Context: an optimization exercise on an open-source flow, tuned for small area and a short achievable clock period. The choices shown serve that exercise and are no tape-out recipe.
No functional check of the RTL was part of any run shown here.
No activity file was given, so power comes from the tool's default toggle rates.

==> flow/design.v (outline; a module is shown in full before it is edited, if it fits) <==
// module welt_rx_flight: 1056 lines
module welt_rx_flight (
    input  wire         clk,
    input  wire         rst,           
    input  wire         cfg_enc,       
    input  wire         in_valid,
    input  wire [255:0] in_data,       
    output reg          s_valid,
    output reg  [2:0]   s_kind,
    output reg          s_fwd,
    output reg          s_hfail,
    output reg          f_valid,
    output reg  [1:0]   f_result,
    output reg          f_crc_ok,
    output reg          f_hdr_ok,
    output reg  [15:0]  f_fseq,
    output reg          f_fill_next,
    output wire [15:0]  f_ack_seq,
    output wire         f_nak,
    output wire [1:0]   f_nak_rpl
);
  // ...
==> flow/flow/run.sh <==
#!/bin/bash
# Layout flow: the standard ORFS flow (standard.sh, unchanged synthesis).
# The only change: the port buffers that ORFS inserts on every input and
# output are sky130_fd_sc_hd__buf_1 instead of ORFS's default pick
# (clkdlybuf4s50_1, a slow delay cell).  Clock, period and I/O constraints
# are the standard flow's own.
set -euo pipefail
export BUFFER_PORTS_ARGS="-buffer_cell sky130_fd_sc_hd__buf_1"
bash standard.sh > standard.log 2>&1
==> flow/standard.sh <==
#!/bin/bash
# synth_recipe.tcl (not shown) runs the flow's synth.tcl, then flattens the netlist and writes it again
# the make line also repeats each setting of config.mk as NAME=value (left out here)
make -C /OpenROAD-flow-scripts/flow DESIGN_CONFIG=/design/flow/config.mk WORK_HOME=/design/flow/orfs CLKGATE_MAP_FILE= SYNTH_SCRIPT=/design/flow/synth_recipe.tcl "${@:-finish}"
==> flow/config.mk <==
export PLATFORM = sky130hd
export DESIGN_NAME = welt_rx_flight
export DESIGN_NICKNAME = welt_rx_flight
export VERILOG_FILES = /design/flow/design.v
export SDC_FILE = /design/flow/constraint.sdc
export NUM_CORES = 4
export LEC_CHECK = 0
export CAP_MARGIN = 20
export CORE_MARGIN = 2
export CORE_UTILIZATION = 40
export SLEW_MARGIN = 20
==> flow/constraint.sdc <==
create_clock -name core_clock -period 10.0 [get_ports {clk}]
set_input_delay 2.0000 -clock core_clock [delete_from_list [all_inputs] [get_ports {clk}]]
set_output_delay 2.0000 -clock core_clock [all_outputs]
set_load 0.01 [all_outputs]
==> results.json, run 1 <==
{
  "worstMarginPinSlew_ns": 1.21,
  "largestPowerGroup": "combinational logic",
  "dp_hpwl_um": 131000,
  "worst_path_dominant_cell_family": "XOR/XNOR gates",
  "design.seq.count": 262,
  "placed_area_um2": 32600,
  "nFillCells": 7557,
  "grt_max_degree": 71,
  "reg_top3": "p0: 48 flops, p1: 48 flops, s: 32 flops",
  "critPathLaunchType": "input pin",
  "maxCapViolCount": 0,
  "crit_top_cell": "xnor2_1",
  "fin_tns_setup_ns": 0,
  "nets": 3640,
  "drtIter0Drc": 3171,
  "post-cts-setup-buffers": 0,
  "coreArea_um2": 75900,
  "antenna_left": 0,
  "endpoint": "p0[42]",
  "area_dominant_class": "multi-input gates",
  "path_cells": "buf_1 > buf_4 > xnor2_1 > xnor2_1 > xnor2_1 > xor2_1 > xnor2_1 > xnor2_1",
  "signal_buffers": 376,
  "synth.most_common_cell": "xnor2_1",
  "synth_compound_area_frac": 0.0154,
  "status": "no timing/DRC/antenna violations",
  "worst_ep_arrival_time_ns": 5.06,
  "finalClockSkew_ns": 0.0331,
  "critPathRequiredTime_ns": 10.50,
  "synth_top_family_by_area": "XOR/XNOR gates",
  "n_all_inverters": 12,
  "holdPathStages": 0,
  "critical_path_peak_fanout": 9,
  "h-tree-depth": 1,
  "switching_share": 0.472,
  "clkTransAtPathRegs_ns": 0.06,
  "muxShareOfSynthArea": 0.00628,
  "clock_area_frac": 0.0291,
  "place_congestion": 1.10,
  "cts_resized": 0,
  "async_flop_share": 0,
  "holdCritStartpoint": "rpl_a[1]",
  "layout_commonest_cell": "xnor2_1",
  "dr_wl_met2_um": 63500
}
==> run 2, diff against run 1 <==
--- a/flow/config.mk
+++ b/flow/config.mk
@@ -5,7 +5,7 @@
 export SDC_FILE = /design/flow/constraint.sdc
 export NUM_CORES = 4
 export LEC_CHECK = 0
-export CAP_MARGIN = 20
+export CAP_MARGIN = 40
 export CORE_MARGIN = 2
 export CORE_UTILIZATION = 40
-export SLEW_MARGIN = 20
+export SLEW_MARGIN = 70
==> run 2 against run 1 <==
  * Critical path type unchanged
  * Non-clock buffer count grew 142
  * Cell count up 3.2%
  * Clock skew is 0.0096 ns lower
  * Hold slack lost 0.00061 ns
  * Register-to-register slack better by 0.18 ns
  * Core utilization rose by 6.8 points
  * Via count rose by 2.1%
  * Count of clock-buffer cells in the layout rose by 4
  * Critical path depth up 1
  * Design area up 15%
  * Flip-flop and latch count is the same
  * Highest routed layer unchanged
  * Sequential power decreased by 2%
==> results.json, run 2 <==
{
  "numCtsBuffers": 30,
  "rr_startpoint": "s[0]",
  "wl_um": 155000,
  "clock-root-buffer": "clkbuf_16",
  "grt_pass1_wl_um": 206000,
  "power_density_nw_per_um2": 278,
  "coreArea_um2": 75900,
  "regToRegEndpoint": "rem[8]",
  "critPathRequiredTime_ns": 10.46,
  "drc": 0,
  "rsz0062_at_grt": "false",
  "io_buffer_count": 306,
  "fin_crit_ns": 4.02,
  "clkTransAtPathRegs_ns": 0.06,
  "fin_tns_setup_ns": 0,
  "antenna_left": 0,
  "dp_hpwl_um": 133000,
  "timing.fmax_ghz": 0.249,
  "p_comb_frac": 0.729,
  "crit_cells": 9,
  "ys.flop_type": "dfxtp_1",
  "critPathLaunchType": "input pin",
  "grt_pass1_vias": 23500,
  "r2r_setup_slack_ns": 6.73,
  "yosysTopAreaCell": "xnor2_1",
  "nets": 3782,
  "die_w_um": 281,
  "ys_seq_area_frac": 0.188,
  "finalMaxSlewViolations": 0,
  "finalClockSkew_ns": 0.0234,
  "place_congestion": 1.10,
  "whs_ns": 0.403,
  "path_class": "input pin to flip-flop",
  "synth_nets": 3464,
  "syn_area_per_cell_um2": 9.60,
  "h-tree-depth": 1,
  "total_power_mw": 10.8,
  "area_growth_pct": 26.4,
  "grt_max_degree": 55,
  "grt.overflow.total": 0,
  "initial_utilization": 0.404,
  "setup_viol": 0,
  "cts_hold_buf": 0,
  "synth.most_common_cell": "xnor2_1",
  "holdCritStartpoint": "fseq_a[12]",
  "ys_warn_count": 1,
  "relSlewSlack": 0.664,
  "track_usage": 0.388,
  "worstMarginPinSlew_ns": 0.500,
  "synth_edf_count": 54,
  "min_to": "f_fseq[12]",
  "clk_path_buf_depth": 3,
  "reg_top3": "p0: 48 flops, p1: 48 flops, s: 32 flops",
  "ir_drop_uv": 171,
  "die_area_um2": 79000,
  "drtIter0Drc": 2749,
  "power_switching_mw": 4.98,
  "first_pass_iters": 7,
  "p_int_mw": 5.79,
  "p_leak_nw": 14.5,
  "cts.sinks": 262,
  "fin_util": 0.511,
  "cts_resized": 0,
  "post-cts-setup-buffers": 0,
  "maxCapViolCount": 0,
  "worst_path_dominant_cell_family": "XOR/XNOR gates",
  "antenna_found_initial": 3,
  "worst_ep_arrival_time_ns": 4.47,
  "die_h_um": 281,
  "path_cells": "buf_1 > buf_4 > xnor2_4 > buf_4 > xor2_1 > xor2_1 > xnor2_2 > xnor2_1 > xnor3_1",
  "antennaDiodeCount": 0,
  "slowest_stage": "xnor3_1",
  "synth.top_cell.area_share": 0.484,
  "synth_cells": 3197,
  "holdPathStages": 0,
  "ff2ff_path_depth": 10,
  "seqPwrFrac": 0.162,
  "syn_area_um2": 30700,
  "crit_path_end_kind": "flip-flop",
  "critPathBufInv": 3,
  "clk_latency_ns": 0.60,
  "critical_path_peak_fanout": 6,
  "fin_crit_sh": 0.402,
  "layout_common_cells": "xnor2_1, xor2_1, xnor2_2, buf_2, dfxtp_1",
  "status": "no timing/DRC/antenna violations",
  "ys_types": 66,
  "num_vias": 24000,
  "yosys-top-cells-area": "xnor2_1, dfxtp_1, xor2_1, edfxtp_1, xnor3_1",
  "row_count": 101,
  "clkPwrFrac": 0.109,
  "wire_per_inst_um": 33.8,
  "synthTopCellsByCount": "xnor2_1, xor2_1, dfxtp_1, clkbuf_1, nor2_1",
  "drive_above_1_share": 0.273,
  "vias_per_cell": 5.25,
  "final_hold_viol_count": 0,
  "ioPinCount": 307,
  "min_path_type": "flip-flop to flip-flop",
  "switching_share": 0.462,
  "cts_tree": "yes",
  "async_flop_share": 0,
  "critical-path-max-stage-delay_ns": 0.46,
  "synth_seq_cells": 262,
  "layout_commonest_cell": "xnor2_1"
}
## run 2: cell counts after synthesis
No cell type changed its count.
## run 2: kinds of logic (layout without fill, tap and decap cells)
kind of cell	Yosys count	after routing	share of synthesized area
xor+xnor	2278	2278	0.699
simple gates	316	316	0.0513
flops	262	262	0.188
buf+inv	244	586	0.0363
compound gates	71	71	0.0154
mux	19	19	0.00628
fa+ha+maj	7	7	0.00285
## run 2: layer usage
| metal | routed length, um | track usage | share of wire | vias up |
|---|---|---|---|---|
| met1 | 65500 | 0.533 | 0.42 | 11800 |
| li1 | - | - | - | 10500 |
| met2 | 64500 | 0.565 | 0.42 | 1434 |
| met4 | 7000 | 0.147 | 0.045 | 8 |
| met3 | 17400 | 0.117 | 0.11 | 266 |
| met5 | 192 | 0.0150 | 0.0012 | - |
## run 2: power groups by stage
stage	Sequential, mW	Combinational (mW)	Clock (mW)
2_1_floorplan	1.59	5.18	0
3_3_place_gp	1.81	7.04	0
3_5_place_dp	1.77	7.62	0
4_1_cts	1.75	7.66	1.19
5_1_grt	1.76	8.17	1.23
6_report	1.74	7.85	1.17
## run 2: area by class of cell
| type | count | area (um2) |
|---|---|---|
| Clock inverter | 18 | 194 |
| Timing Repair Buffer | 518 | 2780 |
| Tap cell | 1030 | 1290 |
| Multi-Input combinational cell | 2691 | 27800 |
| Sequential cell | 262 | 5790 |
| Clock buffer | 38 | 853 |
| Inverter | 12 | 45.0 |
| Fill cell | 7079 | 37200 |
## run 2: worst max-delay path by stage
stage / endpoint / start
floorplan: s[0] / rst
finish: p1[45] / in_data[199]
detailed placement: p0[38] / in_data[43]
global route: p1[39] / in_data[207]
global placement: p0[6] / in_data[52]
CTS: p0[38] / in_data[43]
## run 2: through the flow
stage / instance area, um2 / cells / worst slack [ns]
after CTS: 38300 / 4562 / 6.02
after global routing: 38800 / 4569 / 5.95
after floorplan: 30700 / 3197 / 5.93
final: 38800 / 4569 / 5.98
after detailed placement: 37200 / 4506 / 5.40
after global placement: 32600 / 4369 / 4.82
==> run 3, diff against run 2 <==
==> flow/flow/run.sh (replaced) <==
#!/bin/bash
# Layout flow: the standard ORFS flow (standard.sh, unchanged synthesis),
# with two ORFS settings passed through the environment:
#  - the port buffers that ORFS inserts on every input and output are
#    sky130_fd_sc_hd__buf_1 instead of ORFS's default pick (clkdlybuf4s50_1);
set -euo pipefail
export BUFFER_PORTS_ARGS="-buffer_cell sky130_fd_sc_hd__buf_1"
export SETUP_SLACK_MARGIN=6.5
bash standard.sh > standard.log 2>&1
--- a/flow/config.mk
+++ b/flow/config.mk
@@ -5,7 +5,7 @@
 export SDC_FILE = /design/flow/constraint.sdc
 export NUM_CORES = 4
 export LEC_CHECK = 0
-export CAP_MARGIN = 40
+export CAP_MARGIN = 20
 export CORE_MARGIN = 2
-export CORE_UTILIZATION = 40
-export SLEW_MARGIN = 70
+export CORE_UTILIZATION = 50
+export SLEW_MARGIN = 20
==> run 3 against run 2 <==
  * Die area fell by 20%
  * Largest cell class unchanged
  * Still clean on timing, DRC and antenna
  * Setup slack improved by 0.31 ns
  * Largest power group unchanged
  * Highest routed layer is now met4
  * Synthesized cell count did not move
  * Flip-flop and latch count did not move
  * Sequential share of layout area rose by 0.055 points
  * Total power fell by 0.28%
  * Non-clock buffer count fell by 64
  * Clock skew rose by 0.0020 ns
  * Critical endpoint is now p1[32]
  * Critical path type unchanged
  * Via count rose by 3.0%
==> results.json, run 3 <==
{
  "ys_warn_count": 1,
  "clk_path_buf_depth": 3,
  "synth_nets": 3464,
  "synthTopCellsByCount": "xnor2_1, xor2_1, dfxtp_1, clkbuf_1, nor2_1",
  "reg_top3": "p0: 48 flops, p1: 48 flops, s: 32 flops",
  "critical_path_peak_fanout": 5,
  "clkPwrFrac": 0.102,
  "endpoint": "p1[32]",
  "synthAdderAreaFrac": 0.00285,
  "crit_start": "in_data[134]",
  "synth_seq_cells": 262,
  "ff2ff_path_depth": 9,
  "clock-root-buffer": "clkbuf_16",
  "status": "no timing/DRC/antenna violations",
  "dp_hpwl_um": 118000,
  "row_count": 90,
  "area_growth_pct": 25.8,
  "r2r_setup_slack_ns": 6.53,
  "yosysTopAreaCell": "xnor2_1",
  "rsz0062_at_grt": "true",
  "ioPinCount": 307,
  "p_int_mw": 5.75,
  "p_comb_frac": 0.735,
  "antenna_found_initial": 2,
  "final-seq-area_um2": 5790,
  "synth_top_family_by_area": "XOR/XNOR gates",
  "clk_latency_ns": 0.59,
  "syn_area_um2": 30700,
  "antennaDiodeCount": 0,
  "placed_area_um2": 33900,
  "relSlewSlack": 0.325,
  "fin_area_um2": 38600,
  "fin_crit_sh": 0.371,
  "grt_max_degree": 71,
  "synth.most_common_cell": "xnor2_1",
  "vias_per_cell": 5.81,
  "setup_viol": 0,
  "crit_path_end_kind": "flip-flop",
  "nets": 3716,
  "multi_input_area_um2": 28000,
  "ys.flop_type": "dfxtp_1",
  "grt_pass1_wl_um": 188000,
  "fin_crit_ns": 3.71,
  "seqPwrFrac": 0.163,
  "fin_tns_setup_ns": 0,
  "fin_util": 0.639,
  "ys_seq_area_frac": 0.188,
  "place_congestion": 1.13,
  "cts.sinks": 262,
  "track_usage": 0.432,
  "synth_edf_count": 54,
  "synth_cells": 3197,
  "regToRegEndpoint": "rem[4]",
  "worst_path_dominant_cell_family": "XOR/XNOR gates",
  "drc": 0,
  "first_pass_iters": 8,
  "die_h_um": 252,
  "layout_commonest_cell": "xnor2_1",
  "worstMarginPinSlew_ns": 1.01,
  "grt.overflow.total": 0,
  "ir_drop_uv": 162,
  "finalClockSkew_ns": 0.0254,
  "die_w_um": 252,
  "final_hold_viol_count": 0,
  "path_cells": "buf_2 > xnor2_2 > xnor2_1 > xnor2_1 > xnor2_1 > xnor3_1 > xnor2_1",
  "num_vias": 24700,
  "total_power_mw": 10.7,
  "io_buffer_count": 306,
  "rr_startpoint": "s[15]",
  "holdPathStages": 0,
  "path_class": "input pin to flip-flop",
  "min_path_type": "flip-flop to flip-flop",
  "initial_utilization": 0.508,
  "whs_ns": 0.388,
  "critPathLaunchType": "input pin",
  "p_leak_nw": 14.2,
  "critPathRequiredTime_ns": 10.49,
  "crit_top_cell": "xnor2_1",
  "clkTransAtPathRegs_ns": 0.07,
  "antenna_left": 0,
  "crit_cells": 7,
  "syn_area_per_cell_um2": 9.60,
  "async_flop_share": 0,
  "numCtsBuffers": 28,
  "layout_common_cells": "xnor2_1, xor2_1, xnor2_2, dfxtp_1, buf_2",
  "grt_pass1_vias": 23700,
  "muxShareOfSynthArea": 0.00628,
  "synth.top_cell.area_share": 0.484,
  "power_density_nw_per_um2": 278,
  "worst_ep_arrival_time_ns": 4.20,
  "coreArea_um2": 60500,
  "yosys.area_share.xor_xnor": 0.699,
  "ys_types": 66,
  "cts_tree": "yes",
  "die_area_um2": 63400,
  "critical-path-max-stage-delay_ns": 0.47,
  "critPathBufInv": 1,
  "h-tree-depth": 1,
  "finalMaxSlewViolations": 0,
  "maxCapViolCount": 0,
  "switching_share": 0.464,
  "yosys-top-cells-area": "xnor2_1, dfxtp_1, xor2_1, edfxtp_1, xnor3_1",
  "synthSimpleGateAreaFrac": 0.0513,
  "slowest_stage": "xnor2_1",
  "synth_compound_area_frac": 0.0154,
  "power_switching_mw": 4.98,
  "nFillCells": 4934,
  "wire_per_inst_um": 33.2,
  "drive_above_1_share": 0.246,
  "wl_um": 141000,
  "timing.fmax_ghz": 0.270,
  "drtIter0Drc": 3504
}
==> run 3: cell types whose count changed in the layout (fill, tap and decap cells not counted), moves of 5 or more <==
cell      before   now
buf_2        272   150
xnor2_2      319   220
xnor2_4       39    91
xnor2_1     1372  1419
buf_4        104   132
buf_12         1    18
clkbuf_4       3    18
xnor3_1       63    52
xnor3_2        7    17
buf_1        116   107
clkbuf_2      15    21
nor2_1       103   108
==> run 3: worst min-delay path by stage <==
stage                     slack, ns       start          end
final                          0.39        fn_a  f_fill_next
after detailed placement       0.39  fseq_a[11]   f_fseq[11]
after CTS                      0.38        fn_a  f_fill_next
after floorplan                0.39        fn_a  f_fill_next
after global placement         0.39   fseq_a[3]    f_fseq[3]
after global routing           0.40        fn_a  f_fill_next
==> run 3: area by class of cell <==
type / count / share of cell area
multi-input cells: 2691 / 0.725
well taps: 782 / 0.0253
inverters: 12 / 0.00117
clock inverters: 20 / 0.00515
clock buffers: 32 / 0.0201
flip-flops and latches: 262 / 0.150
repair buffers: 454 / 0.0733
==> run 3: routing by layer <==
metal / share of wire / track usage / vias to the layer above / routed length (um)
li1: - / - / 10300 / -
met1: 0.40 / 0.578 / 12100 / 56000
met2: 0.41 / 0.621 / 1847 / 57700
met3: 0.14 / 0.168 / 394 / 20100
met4: 0.051 / 0.174 / 0 / 7190
met5: 0 / 0 / - / 0
==> run 3: kinds of logic after synthesis <==
group / Yosys count
AOI/OAI and AO/OA: 71
muxes: 19
and+or+nand+nor: 316
buffers and inverters: 244
DFF: 262
adders and majority gates: 7
xor gates and xnor gates: 2278
==> run 3: power groups by stage <==
stage          sequential (mW)  combinational [mW]  clock [mW]
6_report                  1.75                7.89        1.10
5_1_grt                   1.76                8.07        1.14
4_1_cts                   1.76                7.43        1.10
3_5_place_dp              1.78                7.06           0
3_3_place_gp              1.77                7.04           0
2_1_floorplan             1.59                5.32           0
==> run 3: through the flow <==
stage | setup WS (ns) | instances
2_1_floorplan | 6.26 | 3197
3_3_place_gp | 5.02 | 4086
3_5_place_dp | 5.13 | 4086
4_1_cts | 6.41 | 4190
5_1_grt | 6.38 | 4253
6_report | 6.29 | 4253
==> run 3: what timing repair did <==
item,CTS,global route
buffers inserted,52,63
setup endpoints to repair,97,76
hold buffers,0,0
resized for setup,423,152
pin swaps,49,56
endpoints found under the hold margin,0,0

==> port drivers added, routing unchanged <==
How much do the figures lean on ideal ports? The routed layouts below were timed once more, with nothing changed but the port constraints.
Step 1: set_driving_cell puts a clkbuf_16 on clk and a buf_2 on each other input, an assumption about the parent block.
Step 2 times the ports against the registers' clock, not the clock port: input delays grow and output delays shrink by t, the midpoint of the rising clock arrivals with the driver on.
a / b / c = ideal / step 1 / step 2; a / b = the first two.
run	t (ns)	setup WS [ns]	worst setup path at the end	worst data-port slew with drivers (ns)	cell pins on the clock port's net
run 1	0.653	5.443 / 5.480 / 4.827	input to register	0.06	1
run 2	0.652	5.984 / 6.026 / 5.374	input to register	0.06	1
run 3	0.640	6.290 / 6.340 / 5.700	input to register	0.04	1
After both steps setup and hold are still met in every run listed. The setup slack of run 1, which loses most, moves by +0.037 ns with the drivers and by -0.616 ns with both steps.
